From an optimization exercise on the open Yosys and OpenROAD flow, aimed at small area, a short achievable clock period and few clock cycles; shortcuts taken in it are not production practice. Only simulation tests tie the RTL to the original design; equivalence was not proved.

==> wip/zinc: inputs <==
==> flow/design.v (excerpt) <==
module clover_chain (
    input  wire         clk,
    input  wire         rst,           
    input  wire         clear,         
    input  wire         start,         
    output wire         ready,
    input  wire [15:0]  in_y,          
    input  wire [15:0]  in_r,          
    input  wire [15:0]  in_f,          
    input  wire [15:0]  in_cout,       
    input  wire         in_fb,         
    input  wire         in_preload,    
    input  wire [2:0]   in_hstage,     
    input  wire         in_slewing,    
    input  wire         in_clamp_pos,  
    input  wire         in_clamp_neg,  
    output wire [2:0]   cfg_sel,       
    input  wire [15:0]  cfg_op,        
    input  wire [255:0] cfg_par,       
    output reg          done,
    output reg  [15:0]  out_b,         
    output reg  [3:0]   out_sat        
);
clock: 70.0 ns
lec_check: 0
abc_area: 1
cap_margin: 70
core_margin: 2
core_utilization: 45
slew_margin: 70
run.sh (not shown) runs the stock make flow with config.mk's settings and CLKGATE_MAP_FILE= SYNTH_SCRIPT=/design/flow/synth_recipe.tcl, a recipe that flattens the netlist after the stock synthesis.
==> wip/fjord: changes against wip/zinc <==
--- a/flow/design.v
+++ b/flow/design.v
@@ -48,20 +48,20 @@
     wire signed [15:0] p6  = c_par[ 95: 80];
     wire signed [15:0] p7  = c_par[111: 96];
     wire signed [15:0] p8  = c_par[127:112];
     wire signed [15:0] p9  = c_par[143:128];
     wire signed [15:0] p10 = c_par[159:144];
     reg is_gain, is_sum, is_pid, is_bq, is_ll, is_lim, is_rate, is_lut, is_db, is_sel, is_st, is_nz;
     reg is_alu;                        
     reg pid_pre;                       
+    reg [12:0] m1sn, m1sb, m2s;        
     reg        m2pre;                  
-    reg        kbq;                    
     reg [15:0] m1c, m2c, kc;           
-    reg        dka, dkb;               
+    reg [12:0] kxs;                    
     wire [3:0] nop = cfg_op[15:12];
     wire act = run && is_nz;
     reg [95:0] ring [0:6];
     reg        vcur;        
     wire [95:0] hw = vcur ? ring[0] : 96'd0;
     wire signed [15:0] h_x = hw[15:0];
     wire signed [39:0] h_b = hw[55:16];
     wire signed [39:0] h_a = hw[95:56];
@@ -126,38 +126,40 @@
             if (lj < 15) lq2 = lq2 | ({16{ln == lj}} & c_par[16*lj+16 +: 16]);
         end
     end
     wire [15:0] lp1 = lb ? lq0 : lq1;                  
     wire [16:0] lda = {lq1[15], lq1} - {lq0[15], lq0};
     wire [16:0] ldb = {lq2[15], lq2} - {lq1[15], lq1};
     wire [16:0] ldp = lb ? lda : ldb;                  
     wire signed [15:0] xp = pid_pre ? h_x : x;
-    wire [16:0] m2m = is_sum ? {z[15], z} : !pid_pre ? {x[15], x} :
-                      m2pre ? {ring[0][15], ring[0][15:0]} : 17'd0;
+    wire [15:0] m2x = srcmux(m2s, anynz, prev, a_e, a_y, a_r, a_f,
+                             lring[0], lring[1], lring[2], lring[3], lring[4], lring[5], lring[6], lring[7])
+                      | ({16{m2pre}} & h_x);
+    wire [16:0] m2m = {m2x[15], m2x};
     wire [8*43-1:0] m2r;
     wire [42:0]     m2k;
     cc_booth #(.CW(16), .MW(17), .OW(43), .SH(0)) u_m2 (
         .c(m2c), .m(m2m), .neg(1'b0), .rows(m2r), .corr(m2k));
-    wire [39:0] r0a = ring[0][95:56];
-    wire [39:0] r0b = ring[0][55:16];
-    wire [42:0] ydk = ({43{dka}} & {{3{r0a[39]}}, r0a}) | ({43{dkb}} & {{3{r0b[39]}}, r0b});
-    wire [40:0] vs, vc;
-    cc_csa #(.N(10), .W(41)) u_tv (.in({ydk[40:0], m2k[40:0], m2r[7*43 +: 41], m2r[6*43 +: 41],
-        m2r[5*43 +: 41], m2r[4*43 +: 41], m2r[3*43 +: 41], m2r[2*43 +: 41], m2r[43 +: 41], m2r[0 +: 41]}),
-        .s(vs), .c(vc));
-    wire [16:0] m1m = is_bq ? {x, 1'b0} : {x[15], x};
+    wire [42:0] ydk = is_pid ? {{3{h_a[39]}}, h_a} : (is_bq || is_ll) ? {{3{h_b[39]}}, h_b} : 43'd0;
+    wire [42:0] vs, vc;
+    cc_csa #(.N(10), .W(43)) u_tv (.in({ydk, m2k, m2r}), .s(vs), .c(vc));
+    wire [15:0] m1xn = srcmux(m1sn, anynz, prev, a_e, a_y, a_r, a_f,
+                              lring[0], lring[1], lring[2], lring[3], lring[4], lring[5], lring[6], lring[7]);
+    wire [15:0] m1xb = srcmux(m1sb, anynz, prev, a_e, a_y, a_r, a_f,
+                              lring[0], lring[1], lring[2], lring[3], lring[4], lring[5], lring[6], lring[7]);
+    wire [16:0] m1m = {m1xb, 1'b0} | {m1xn[15], m1xn};
     wire [8*43-1:0] m1r;
     wire [42:0]     m1k;
     cc_booth #(.CW(16), .MW(17), .OW(43), .SH(0)) u_m1 (
         .c(m1c), .m(m1m), .neg(1'b0), .rows(m1r), .corr(m1k));
     wire [42:0] yrc = rc;
     wire [42:0] ts, tc;
     cc_csa #(.N(20), .W(43)) u_tt (.in({ydk, yrc, m2k, m1k, m2r, m1r}), .s(ts), .c(tc));
-    wire [40:0] vsum = vs + vc;
+    wire [42:0] vsum = vs + vc;
     wire        wpos = is_pid && (vsum[40:39] == 2'b01);
     wire        wneg = is_pid && (vsum[40:39] == 2'b10);
     wire [39:0] pdn  = vsum[39:0];
     wire signed [31:0] ist = h_b[31:0];
     wire signed [31:0] pil = {p8[15], p8, 15'd0};
     wire signed [31:0] pih = {p9[15], p9, 15'd0};
     wire signed [31:0] icl = !vcur ? 32'sd0 : (ist < pil) ? pil : (ist > pih) ? pih : ist;
     wire signed [31:0] pka = pid_pre ? pil : icl;
@@ -199,34 +201,36 @@
     wire ps1 = !pid_pre || pc1;
     wire ps2 = !ps1 && pc2;
     wire pdh = ps1 ? d1h : ps2 ? d2h : dch;
     wire pdl = ps1 ? d1l : ps2 ? d2l : dcl;
     wire [42:0] y1sh = y1r >> kk;
     wire [42:0] y2sh = y2r >> kk;
     wire [15:0] pr   = ps1 ? y1sh[15:0] : ps2 ? y2sh[15:0] : a_cf[15:0];
     wire signed [15:0] pid_y = pdh ? p7 : pdl ? p6 : pr;
-    wire signed [16:0] pdi  = {p9[15], p9} - {p8[15], p8};    
+    wire signed [42:0] psr = ps1 ? y1 : ps2 ? y2 : pcfr;
     wire signed [31:0] pmid = pcf[31:0] + rc[31:0] + pil - y1r[31:0];
-    wire signed [31:0] pip  = !pid_pre ? icl : pmid;    
+    wire signed [31:0] pip  = !pid_pre ? icl : pc1 ? pil : pc2 ? pih : pmid;
     wire [42:0] y1rsh = y1r >> kk;
     wire [15:0] vr   = y1rsh[15:0];
     wire [42:0] ysx  = y1r ^ {43{y1r[42]}};
     wire [42:0] ysm  = ysx >> ({1'b0, kk} + 5'd15);
     wire gs_ovf = (ysm != 43'd0);
     wire fq_neg = y1r[39] && (y1r[38:14] != 25'd0);
     wire fq_hi  = !fq_neg && (y1r[39:30] != 10'd0);
     wire fq_lo  = fq_neg && (y1r[39:30] != 10'h3FF);
     wire st_hi  = (is_bq || is_ll) ? fq_hi : (gs_ovf && !y1r[42]);
     wire st_lo  = (is_bq || is_ll) ? fq_lo : (gs_ovf && y1r[42]);
     wire st_sat = is_st && (st_hi || st_lo);
     wire signed [15:0] st_y = st_hi ? 16'sh7FFF : st_lo ? 16'sh8000 : vr;
+    wire [15:0] kx  = srcmux(kxs, anynz, prev, a_e, a_y, a_r, a_f,
+                             lring[0], lring[1], lring[2], lring[3], lring[4], lring[5], lring[6], lring[7])
+                      | ({16{is_bq}} & h_x);
     wire [17:0] lmc = is_lut ? {2'b00, lbase} : {{2{kc[15]}}, kc};
-    wire [16:0] lmm = is_lut ? ldp : !is_bq ? {x[15], x} :
-                      kbq ? {ring[0][15], ring[0][15:0]} : 17'd0;
+    wire [16:0] lmm = is_lut ? ldp : {kx[15], kx};
     wire [9*35-1:0] lmr;
     wire [34:0]     lmk;
     cc_booth #(.CW(18), .MW(17), .OW(35), .SH(0)) u_ml (
         .c(lmc), .m(lmm), .neg(1'b0), .rows(lmr), .corr(lmk));
     wire        lbl = is_lut && lb;
     wire [34:0] lcb = lbl ? ~{{18{ldp[16]}}, ldp} : 35'd0;
     wire [34:0] lcx = (is_lut && lxm) ? {{2{ldp[16]}}, ldp, 16'd0} : 35'd0;
     wire [34:0] lcn = is_lut ? {19'd0, 15'd16380, lbl} : 35'd0;
@@ -273,63 +277,54 @@
     wire ki_neg = p2[15] ^ x[15];
     wire p_omit = a_slew || (a_cp && ki_nz && !ki_neg) || (a_cn && ki_nz && ki_neg);
     reg        u_bq, u_ll, u_pid, u_rate;
     reg [15:0] u_x;
     reg [39:0] u_a;                   
     reg [42:0] u_b;                   
     reg [31:0] u_i;                   
     reg        u_dh, u_dl;
-    reg [15:0] u_c1, u_c2, u_c3, u_umx, u_umn;
-    reg        u_s1, u_s2;            
-    reg [16:0] u_cf, u_di;            
-    reg        u_p1, u_p2;            
-    reg [15:0] u_il, u_ih;            
+    reg [15:0] u_c1, u_c2, u_c3, u_um;
     reg [31:0] u_k;                   
     reg        u_om;                  
     reg [2:0]  u_sh;
     wire [39:0] u_acc = u_a - 40'd16384;
     wire [39:0] uma   = u_pid ? u_a : u_acc;
     wire [3:0]  ukk   = 4'd15 - {1'b0, u_sh};
     wire [42:0] urc   = 43'd1 << (ukk - 4'd1);
-    wire [15:0] uum   = u_dh ? u_umx : u_umn;
-    wire [42:0] uums  = (({{27{uum[15]}}, uum}) << ukk) | urc;
-    wire [42:0] ucfr  = (({{26{u_cf[16]}}, u_cf}) << ukk) | urc;
-    wire [42:0] uxa   = (u_s1 || u_s2) ? u_b : ucfr;
-    wire [42:0] uxb   = u_s2 ? {{11{u_di[16]}}, u_di, 15'd0} : 43'd0;
-    wire [42:0] udl   = uxa + uxb - uums;
-    wire [40:0] umb   = u_pid ? udl[40:0] : u_b[40:0];    
+    wire [42:0] uums  = (({{27{u_um[15]}}, u_um}) << ukk) | urc;
+    wire [42:0] udl   = u_b - uums;
+    wire [42:0] umb   = u_pid ? udl : u_b;
     wire [15:0] ucb   = (u_pid && !(u_dh || u_dl)) ? 16'd0 : u_c2;
     wire [8*55-1:0] uar;
     wire [54:0]     uak;
     cc_booth #(.CW(16), .MW(40), .OW(55), .SH(0)) u_ma (
         .c(u_c1), .m(uma), .neg(!u_pid), .rows(uar), .corr(uak));
     wire [8*55-1:0] usr;
     wire [54:0]     usk;
     cc_booth #(.CW(16), .MW(16), .OW(55), .SH(15)) u_sa (
         .c(u_c3), .m(u_x), .neg(u_pid), .rows(usr), .corr(usk));
     wire [54:0] ucl = u_ll ? 55'd32767 : 55'd0;
     wire [54:0] uas, uac;
     cc_csa #(.N(19), .W(55)) u_ta (.in({ucl, usk, uak, usr, uar}), .s(uas), .c(uac));
     wire [54:0] asum = uas + uac;
-    wire [8*57-1:0] ubr;
-    wire [56:0]     ubk;
-    cc_booth #(.CW(16), .MW(41), .OW(57), .SH(0)) u_mb (
+    wire [8*60-1:0] ubr;
+    wire [59:0]     ubk;
+    cc_booth #(.CW(16), .MW(43), .OW(60), .SH(0)) u_mb (
         .c(ucb), .m(umb), .neg(1'b1), .rows(ubr), .corr(ubk));
-    wire [56:0] bxk = (u_pid && u_om) ? 57'd0 : {{10{u_k[31]}}, u_k, 15'd0};
-    wire [31:0] uip = u_p1 ? {u_il[15], u_il, 15'd0} : u_p2 ? {u_ih[15], u_ih, 15'd0} : u_i;
-    wire [56:0] bx1 = u_pid ? {{10{uip[31]}}, uip, 15'd0} : u_bq ? 57'd16383 : 57'd0;
-    wire [56:0] bxs = u_bq ? {2'd0, uas} : 57'd0;
-    wire [56:0] bxc = u_bq ? {2'd0, uac} : 57'd0;
-    wire [56:0] ubs, ubc;
-    cc_csa #(.N(13), .W(57)) u_tb (.in({bxc, bxs, bx1, bxk, ubk, ubr}), .s(ubs), .c(ubc));
-    wire [56:0] bsum = ubs + ubc;
-    wire [41:0] bsh  = bsum[56:15];
-    wire        bovf = (bsh[41:31] != {11{bsh[41]}});
-    wire [31:0] inew = bovf ? {bsh[41], {31{!bsh[41]}}} : bsh[31:0];
+    wire [59:0] bxk = (u_pid && u_om) ? 60'd0 : {{13{u_k[31]}}, u_k, 15'd0};
+    wire [59:0] bx1 = u_pid ? {{13{u_i[31]}}, u_i, 15'd0} : u_bq ? 60'd16383 : 60'd0;
+    wire [59:0] bxs = u_bq ? {5'd0, uas} : 60'd0;
+    wire [59:0] bxc = u_bq ? {5'd0, uac} : 60'd0;
+    wire [59:0] ubs, ubc;
+    cc_csa #(.N(13), .W(60)) u_tb (.in({bxc, bxs, bx1, bxk, ubk, ubr}), .s(ubs), .c(ubc));
+    wire [59:0] bsum = ubs + ubc;
+    wire [44:0] bsh  = bsum[59:15];
+    wire        bovf = (bsh[44:31] != {14{bsh[44]}});
+    wire [31:0] inew = bovf ? {bsh[44], {31{!bsh[44]}}} : bsh[31:0];
     reg [95:0] u_word;
     always @* begin
         if (u_bq)
             u_word = {u_acc, bsum[53:14], u_x};
         else if (u_ll)
             u_word = {u_a, asum[54:15], u_x};
         else if (u_pid)
             u_word = {asum[54:15], {8{inew[31]}}, inew, u_x};
@@ -359,53 +354,47 @@
         is_lut  <= (nop == 4'h8);
         is_db   <= (nop == 4'h9);
         is_sel  <= (nop >= 4'hA);
         is_st   <= (nop == 4'h1) || (nop == 4'h2) || (nop == 4'h4) || (nop == 4'h5);
         is_alu  <= (nop == 4'h6) || (nop == 4'h7) || (nop >= 4'h9);
         is_nz   <= (nop != 4'h0);
         xs      <= xs_nx;
         pid_pre <= pre_nx;
-        m2pre   <= (nop == 4'h3) && pre_nx && vnx[sel];
-        kbq     <= (nop == 4'h4) && vnx[sel];
+        m1sn    <= (nop == 4'h4) ? 13'd0 : xs_nx;
+        m1sb    <= (nop == 4'h4) ? xs_nx : 13'd0;
+        m2s     <= (nop == 4'h2) ? zs_nx : ((nop == 4'h3) && !pre_nx) ? xs_nx : 13'd0;
+        m2pre   <= (nop == 4'h3) && pre_nx;
         m1c     <= ((nop >= 4'h1) && (nop <= 4'h5)) ? cfg_par[15:0] : 16'd0;
         m2c     <= (nop == 4'h2) ? cfg_par[31:16] : (nop == 4'h3) ? cfg_par[47:32] : 16'd0;
         kc      <= (nop == 4'h3) ? cfg_par[31:16] : (nop == 4'h4) ? cfg_par[47:32] : 16'd0;
+        kxs     <= (nop == 4'h3) ? xs_nx : 13'd0;
         zs      <= zs_nx;
         for (i = 0; i < 6; i = i + 1)
             ring[i] <= ring[i + 1];
         ring[6] <= u_word;
         for (i = 0; i < 7; i = i + 1)
             lring[i] <= lring[i + 1];
         lring[7] <= act ? y_out : lring[0];
         u_bq   <= act && is_bq;
         u_ll   <= act && is_ll;
         u_pid  <= act && is_pid;
         u_rate <= act && is_rate;
-        u_x    <= (act && is_rate) ? alu_y : (act && (is_bq || is_ll || is_pid)) ? x : h_x;
+        u_x    <= (act && is_rate) ? y_out : (act && (is_bq || is_ll || is_pid)) ? x : h_x;
         u_a    <= (act && is_pid) ? pdn : (act && (is_bq || is_ll)) ? y1[39:0] : h_a;
-        u_b    <= (act && is_pid) ? y1 : (act && is_bq) ? {{3{h_a[39]}}, h_a} : {{3{h_b[39]}}, h_b};
+        u_b    <= (act && is_pid) ? psr : (act && is_bq) ? {{3{h_a[39]}}, h_a} : {{3{h_b[39]}}, h_b};
         u_i    <= is_pid ? pip : {{16{h_x[15]}}, h_x};
         u_dh   <= pdh;
         u_dl   <= pdl;
         u_c1   <= is_ll ? p3 : p4;
         u_c2   <= p5;
         u_c3   <= is_pid ? p3 : p2;
         u_k    <= lz[31:0];
         u_om   <= p_omit;
-        u_umx  <= p7;
-        u_umn  <= p6;
-        u_s1   <= ps1;
-        u_p1   <= pid_pre && pc1;
-        u_p2   <= pid_pre && !pc1 && pc2;
-        u_il   <= p8;
-        u_ih   <= p9;
-        u_s2   <= ps2;
-        u_cf   <= a_cf;
-        u_di   <= pdi;
+        u_um   <= pdh ? p7 : p6;
         u_sh   <= p10[2:0];
         if (ph7) begin
             a_y <= in_y; a_r <= in_r; a_f <= in_f; a_cout <= in_cout; a_e <= in_e;
             a_fb <= in_fb; a_pre <= in_preload; a_hs <= in_hstage; a_slew <= in_slewing;
             a_cp <= in_clamp_pos; a_cn <= in_clamp_neg;
         end
         done <= 1'b0;
         if (act) begin
@@ -422,27 +411,23 @@
             anynz   <= 1'b0;
             satcnt  <= 4'd0;
         end
         ph  <= ph + 3'd1;
         ph7 <= (ph == 3'd6);
         rdy <= (sel == 3'd7);
         sel <= ph + 3'd2;
         vcur <= vnx[sel];
-        dka  <= vnx[sel] && (nop == 4'h3);
-        dkb  <= vnx[sel] && ((nop == 4'h4) || (nop == 4'h5));
         if (clear || rst) begin
             valid <= 8'd0;
             ph    <= 3'd7;
             ph7   <= 1'b1;
             rdy   <= 1'b1;
             sel   <= 3'd0;
             vcur  <= 1'b0;
-            dka   <= 1'b0;
-            dkb   <= 1'b0;
         end
         if (rst) begin
             run  <= 1'b0;
             done <= 1'b0;
         end
     end
 endmodule
 module cc_booth #(parameter CW = 16, parameter MW = 16, parameter OW = 34, parameter SH = 0) (
==> flow/config.mk (replaced) <==
export PLATFORM = sky130hd
export DESIGN_NAME = clover_chain
export DESIGN_NICKNAME = clover_chain
export VERILOG_FILES = /design/flow/design.v
export SDC_FILE = /design/flow/constraint.sdc
export NUM_CORES = 8
export LEC_CHECK = 0
export ABC_AREA = 1
export CAP_MARGIN = 20
export CORE_MARGIN = 2
export CORE_UTILIZATION = 55
export SLEW_MARGIN = 20
==> summary.txt <==
Status
  – Status: finished clean

Global route
  – First-pass GRT wire length: 1259000 µm
  – Met2 usage: 62.95%

Floorplan
  – Core Region: 375500 µm²
  – Number of core rows: 225

Worst setup path
  – Reg2reg setup slack: 52.83 ns
  – FF-to-FF End: out_b[15]

Drt
  – Number of detailed-route iterations in the first pass: 11
the above is filed under wip/zinc

==> summary.txt <==
Status
  – Status: finished with violations
  – Failed Checks: antenna violations, max-capacitance violations, max-slew violations

Global route
  – First-pass GRT wire length: 1303000 µm
  – Met2 usage: 74.09%

STA
  – Slew Viols, Final: 4

Drt
  – Post-DRT Antenna Nets: 1

Job
  – Max_cap viols: 1
the above is filed under wip/fjord

Testbench counts of wip/zinc, summed over its fixed seeds: cycles 49,400.
Testbench counts of wip/fjord, summed over its fixed seeds: cycles 49,400.

[what the ideal ports hide]
Ports are ideal in the flow. The routed layouts listed here were re-timed in OpenROAD.
Step 1 sets driving cells, clkbuf_16 on the clock port and buf_2 on the other inputs (assumed; they add their load-dependent delay and slew).
Step 2, shift: input delay + t, output delay - t, t = (earliest + latest rising clock arrival at the registers) / 2. This alone moves slack from input paths to output paths.
a / b / c = ideal / step 1 / step 2; a / b = the first two.
run	shift t [ns]	setup WS [ns]	clock arrival spread, ns	slew at the worst register clock pin (ns)
wip/zinc	1.024	52.825 / 52.825 / 52.825	0.150 / 0.150	0.09 / 0.09
wip/fjord	1.059	51.216 / 51.216 / 51.216	0.140 / 0.140	0.10 / 0.10
